What follows belongs to an exercise in optimizing a design on an open flow for small area and a short achievable clock period; a production flow would make more cautious choices.
In this exercise RTL edits were held to simulation tests only and were not proved equivalent to the original.
Power and IR drop assume default switching activity.

Setup of red:
Design windlass_mac, start of the top module:
module windlass_mac (
    input  wire        clk,
    input  wire        rst,
    input  wire        in_valid,
    input  wire        in_last,
    input  wire [31:0] in_a,
    input  wire [31:0] in_s,
    output reg         out_valid,
    output reg  [63:0] out_c
);
    wire [32:0] se = {in_s, 1'b0};
    wire        tv = in_valid & ~rst;
    reg  [31:0] a_r;
    reg  [15:0] x1_r, x2_r, ng_r;
    reg  [31:0] an_r;
    reg  [15:0] x1n_r, x2n_r, ngn_r;
    reg         l0;
    integer j;
    always @(posedge clk) begin
        a_r <= in_a;
        an_r <= ~in_a;
        l0  <= tv & in_last;
        for (j = 0; j < 16; j = j + 1) begin
            x1_r[j] <= tv & (se[2*j+1] ^ se[2*j]);
            x2_r[j] <= tv & ((se[2*j+2] & ~se[2*j+1] & ~se[2*j]) | (~se[2*j+2] & se[2*j+1] & se[2*j]));
            ng_r[j] <= tv & se[2*j+2];
            x1n_r[j] <= ~(tv & (se[2*j+1] ^ se[2*j]));
            x2n_r[j] <= ~(tv & ((se[2*j+2] & ~se[2*j+1] & ~se[2*j]) | (~se[2*j+2] & se[2*j+1] & se[2*j])));
            ngn_r[j] <= ~(tv & se[2*j+2]);
        end
    end
    wire [33:0] ae = {a_r[31], a_r, 1'b0};   
    wire [33:0] aen = {an_r[31], an_r, 1'b1};   
    wire [32:0] pp0;
    wire [32:0] pp1;
    wire [32:0] pp2;
    wire [32:0] pp3;
    wire [32:0] pp4;
    wire [32:0] pp5;
    wire [32:0] pp6;
    wire [32:0] pp7;
    wire [32:0] pp8;
    wire [32:0] pp9;
    wire [32:0] pp10;
    wire [32:0] pp11;
    wire [32:0] pp12;
    wire [32:0] pp13;
    wire [32:0] pp14;
    wire [32:0] pp15;
    genvar gi;
    generate for (gi = 0; gi < 33; gi = gi + 1) begin : g_pp
        if (gi < 17) begin : lo0
            assign pp0[gi] = ((x1_r[0] & ae[gi+1]) | (x2_r[0] & ae[gi])) ^ ng_r[0];
        end else begin : hi0
            assign pp0[gi] = ((~x1n_r[0] & ae[gi+1]) | (~x2n_r[0] & ae[gi])) ^ ~ngn_r[0];
        end
        if (gi < 17) begin : lo1
            assign pp1[gi] = ((x1_r[1] & ae[gi+1]) | (x2_r[1] & ae[gi])) ^ ng_r[1];
        end else begin : hi1
            assign pp1[gi] = ((~x1n_r[1] & ae[gi+1]) | (~x2n_r[1] & ae[gi])) ^ ~ngn_r[1];
        end
        if (gi < 17) begin : lo2
            assign pp2[gi] = ((x1_r[2] & ae[gi+1]) | (x2_r[2] & ae[gi])) ^ ng_r[2];
        end else begin : hi2
  ...
clock: 11.0 ns
lec_check: 0
cap_margin: 20
core_margin: 2
core_utilization: 40
slew_margin: 20
synth_hierarchical: 1
synth_minimum_keep_size: 0
standard.sh (not shown) runs the stock make flow with config.mk's settings and CLKGATE_MAP_FILE= SYNTH_SCRIPT=/design/flow/synth_recipe.tcl, a recipe that flattens the netlist after the stock synthesis.
==> flow/flow/run.sh <==
#!/bin/bash
# Layout flow: the standard synthesis, unchanged, then the standard ORFS
# steps (floorplan to finish) with different repair settings:
#   - up to and including CTS, timing repair aims at the setup margin in
#     flow/margin.txt, so that the resizer works the design towards a shorter
#     period than the clock's; after CTS (global route onwards) it aims at the
#     margin in flow/margin_route.txt;
#   - extra make variables from flow/args.txt, one per line (resizer and
#     port-buffer options).
# The clock, the SDC and the design are the standard flow's. Each step's full output is
# in orfs/logs/ (ORFS's own logs) and in synth.log / cts.log / layout.log here.
set -uo pipefail
MARGIN=$(cat flow/margin.txt)
MARGIN_ROUTE=$(cat flow/margin_route.txt)
mapfile -t EXTRA < flow/args.txt
bash standard.sh synth > synth.log 2>&1 || exit 1
bash standard.sh SETUP_SLACK_MARGIN=$MARGIN TNS_END_PERCENT=100 "${EXTRA[@]}" cts > cts.log 2>&1 || exit 1
bash standard.sh SETUP_SLACK_MARGIN=$MARGIN_ROUTE TNS_END_PERCENT=100 "${EXTRA[@]}" finish > layout.log 2>&1
==> flow/flow/args.txt <==
MATCH_CELL_FOOTPRINT=0
BUFFER_PORTS_ARGS=-buffer_cell sky130_fd_sc_hd__buf_2
==> flow/flow/margin.txt <==
7.65
==> flow/flow/margin_route.txt <==
0
red completed every stage of the flow, and the final layout passed the timing, design-rule and antenna checks.
> inputs changed (red -> blue)
==> flow/flow/run.sh <==
#!/bin/bash
# Layout flow: the standard synthesis, unchanged, then the standard ORFS
# steps (floorplan to finish) with different repair settings:
#   - timing repair aims at the setup margin in flow/margin.txt, so that the
#     resizer works the design towards a shorter period than the clock's;
#   - extra make variables from flow/args.txt, one per line (resizer and port-buffer
#     options).
# The clock, the SDC and the design are the standard flow's. Each step's full output is
# in orfs/logs/ (ORFS's own logs) and in synth.log / layout.log here.
set -uo pipefail
MARGIN=$(cat flow/margin.txt)
mapfile -t EXTRA < flow/args.txt
bash standard.sh synth > synth.log 2>&1 || exit 1
bash standard.sh SETUP_SLACK_MARGIN=$MARGIN TNS_END_PERCENT=100 "${EXTRA[@]}" finish > layout.log 2>&1
==> flow/flow/margin.txt <==
7.5
removed: flow/flow/margin_route.txt
Results
blue gives less final clock period utilization by the worst path than red did.
Comparing red against blue, there is no change at all in number of I/O pins.
Clock network fraction of design power: blue vs red down 0.9 points
Relative to red, first-pass GRT wire length has decreased by about 2% in blue.
red ended up with sky130_fd_sc_hd__fa_2 as its cell with the biggest individual delay on the critical path; blue ended up with sky130_fd_sc_hd__dfxtp_2.

Another version of the RTL of windlass_mac (not shown whole).
Size: ~3,200 cells after synthesis, ~390 flip-flops, ~34,000 µm² of cells after synthesis.
==> flow/config.mk <==
export PLATFORM = sky130hd
export DESIGN_NAME = windlass_mac
export DESIGN_NICKNAME = windlass_mac
export VERILOG_FILES = /design/flow/design.v
export SDC_FILE = /design/flow/constraint.sdc
export NUM_CORES = 4
export LEC_CHECK = 0
export CAP_MARGIN = 20
export CORE_MARGIN = 2
export CORE_UTILIZATION = 55
export SLEW_MARGIN = 20
export SYNTH_HIERARCHICAL = 1
export SYNTH_MINIMUM_KEEP_SIZE = 0
==> flow/constraint.sdc <==
create_clock -name core_clock -period 11.0 [get_ports {clk}]
set_input_delay 2.2000 -clock core_clock [delete_from_list [all_inputs] [get_ports {clk}]]
set_output_delay 2.2000 -clock core_clock [all_outputs]
set_load 0.01 [all_outputs]
==> flow/flow/run.sh <==
#!/bin/bash
# Layout flow: the standard synthesis, unchanged, then the standard ORFS
# steps (floorplan to finish) with different repair settings:
#   - up to and including CTS, timing repair aims at the setup margin in
#     flow/margin.txt, so that the resizer works the design towards a shorter
#     period than the clock's; after CTS (global route onwards) it aims at the
#     margin in flow/margin_route.txt;
#   - extra make variables from flow/args.txt, one per line (resizer and
#     port-buffer options).
# The clock, the SDC and the design are the standard flow's. Each step's full output is
# in orfs/logs/ (ORFS's own logs) and in synth.log / cts.log / layout.log here.
set -uo pipefail
MARGIN=$(cat flow/margin.txt)
MARGIN_ROUTE=$(cat flow/margin_route.txt)
mapfile -t EXTRA < flow/args.txt
bash standard.sh synth > synth.log 2>&1 || exit 1
bash standard.sh SETUP_SLACK_MARGIN=$MARGIN TNS_END_PERCENT=100 "${EXTRA[@]}" cts > cts.log 2>&1 || exit 1
bash standard.sh SETUP_SLACK_MARGIN=$MARGIN_ROUTE TNS_END_PERCENT=100 "${EXTRA[@]}" finish > layout.log 2>&1
==> flow/flow/margin.txt <==
7.6
==> flow/flow/margin_route.txt <==
0
Scripts as last shown in full above: flow/flow/args.txt
Change:
==> flow/flow/margin.txt (replaced) <==
7.75
- CORE_UTILIZATION: 55 -> 40
- global-route usage drops by 7.6 points
- area after synthesis is unchanged
- total power climbs by 8.5%
- routed wire length climbs by 3.9%
- setup slack improves by 120 ps
- clock power climbs by about 5%
- core utilization drops by 14 points
- count of clock-buffer cells in the layout drops by 5
- via count climbs by 0.78%
Change:
==> flow/flow/margin.txt (replaced) <==
7.6
- CORE_UTILIZATION: 40 -> 55
- CTS_CLUSTER_SIZE: default -> 28
The changed run passed the timing, design-rule and antenna checks. Worst hold slack gets worse by 22 ps. Area after synthesis is unchanged. Worst setup slack gets worse by 120 ps. Final cell count decreases by a little under a tenth. Clock-buffer cell count is higher by 5. Non-clock buffer count fell by 68.
Change:
- CTS_CLUSTER_SIZE: 28 -> 24
Effect: The changed run finished clean; count of clock-buffer cells in the layout stays the same; maximum frequency does not change; area after synthesis stays the same; routed wire length is unchanged; critical path depth is unchanged.
Change:
==> flow/flow/margin.txt (replaced) <==
7.7
- CTS_CLUSTER_SIZE: 24 -> default
Outcome: The new run went through all stages and came out clean; non-clock buffer count increases by 30; total power grows by 4.6%; design area grows by 2.5%; hold slack barely changes; via count rose by 0.64%; sequential cell count does not change; cell count rose by 0.75%; wire length rose by 0.85%.

Starting RTL as in the previous note.
Settings: LEC_CHECK=0, CAP_MARGIN=20, CORE_MARGIN=2, CORE_UTILIZATION=55, CTS_CLUSTER_SIZE=32, SLEW_MARGIN=20, SYNTH_HIERARCHICAL=1, SYNTH_MINIMUM_KEEP_SIZE=0; clock period 11.0 ns.
==> flow/flow/margin.txt <==
7.6
Scripts as last shown in full above: flow/flow/run.sh, flow/flow/args.txt, flow/flow/margin_route.txt
Rerun with:
- CTS_CLUSTER_DIAMETER: unset -> 60
- CTS_CLUSTER_SIZE: 32 -> 18
Result: Cell count decreases by 0.33%. Maximum frequency barely changes. Sequential share of layout area increases by 0.22 points. Sequential cell count stays the same. Via count stays flat.
Rerun with:
- CORE_UTILIZATION: 55 -> 40
- CTS_CLUSTER_DIAMETER: 60 -> unset
- CTS_CLUSTER_SIZE: 18 -> unset
What happened: Clock skew came out lower by 0.0049 ns; global-route usage decreases by 7.9 points; sequential share of layout area shrinks by 0.58 points; combinational power falls by about 2%.
Rerun with:
- CTS_BUF_LIST: unset -> sky130_fd_sc_hd__clkbuf_8
The changed run went through all stages and came out clean.
Power grows slightly.
Design area rises slightly.
Flip-flop and latch count is unchanged.
Via count rose slightly.
Sequential power goes up by a few percent.
Sequential share of layout area hardly moves.
Setup slack is better by 0.0061 ns.
Die area stays the same.
Non-clock buffer count grows by 13.
Wire length stays flat.

-- what the ideal ports hide --
Ports are ideal in the flow. The routed layouts listed here were re-timed in OpenROAD.
Step 1 sets driving cells, clkbuf_16 on the clock port and buf_2 on the other inputs (assumed; they add their load-dependent delay and slew).
Step 2 moves the port delays by t, midway between the first and last clock arrival at a register: inputs arrive t later, outputs are due t later. That takes back most of the time a late clock gives input paths.
a / b / c = ideal ports / drivers / drivers and shift; a / b = the first two.
run | t (ns) | slack for setup (ns) | worst data-port slew with drivers (ns)
red | 0.637 | 7.347 / 7.347 / 7.113 | 0.07
blue | 0.650 | 7.421 / 7.421 / 7.373 | 0.08
the first run of note 2 | 0.633 | 7.512 / 7.512 / 7.336 | 0.06
the second run of note 2 | 0.646 | 7.635 / 7.635 / 7.336 | 0.07
the third run of note 2 | 0.633 | 7.512 / 7.512 / 7.336 | 0.06
the fourth run of note 2 | 0.633 | 7.512 / 7.512 / 7.336 | 0.06
the fifth run of note 2 | 0.631 | 7.523 / 7.523 / 7.337 | 0.06
the first run of note 3 | 0.633 | 7.512 / 7.512 / 7.336 | 0.06
the second run of note 3 | 0.635 | 7.502 / 7.502 / 7.350 | 0.06
the third run of note 3 | 0.629 | 7.507 / 7.507 / 7.363 | 0.07
the fourth run of note 3 | 0.712 | 7.513 / 7.513 / 7.358 | 0.07
After both steps setup and hold are still met in every run listed. For the second run of note 2, which loses most, drivers alone change the setup slack by 0.000 ns; drivers and shift together by -0.299 ns.
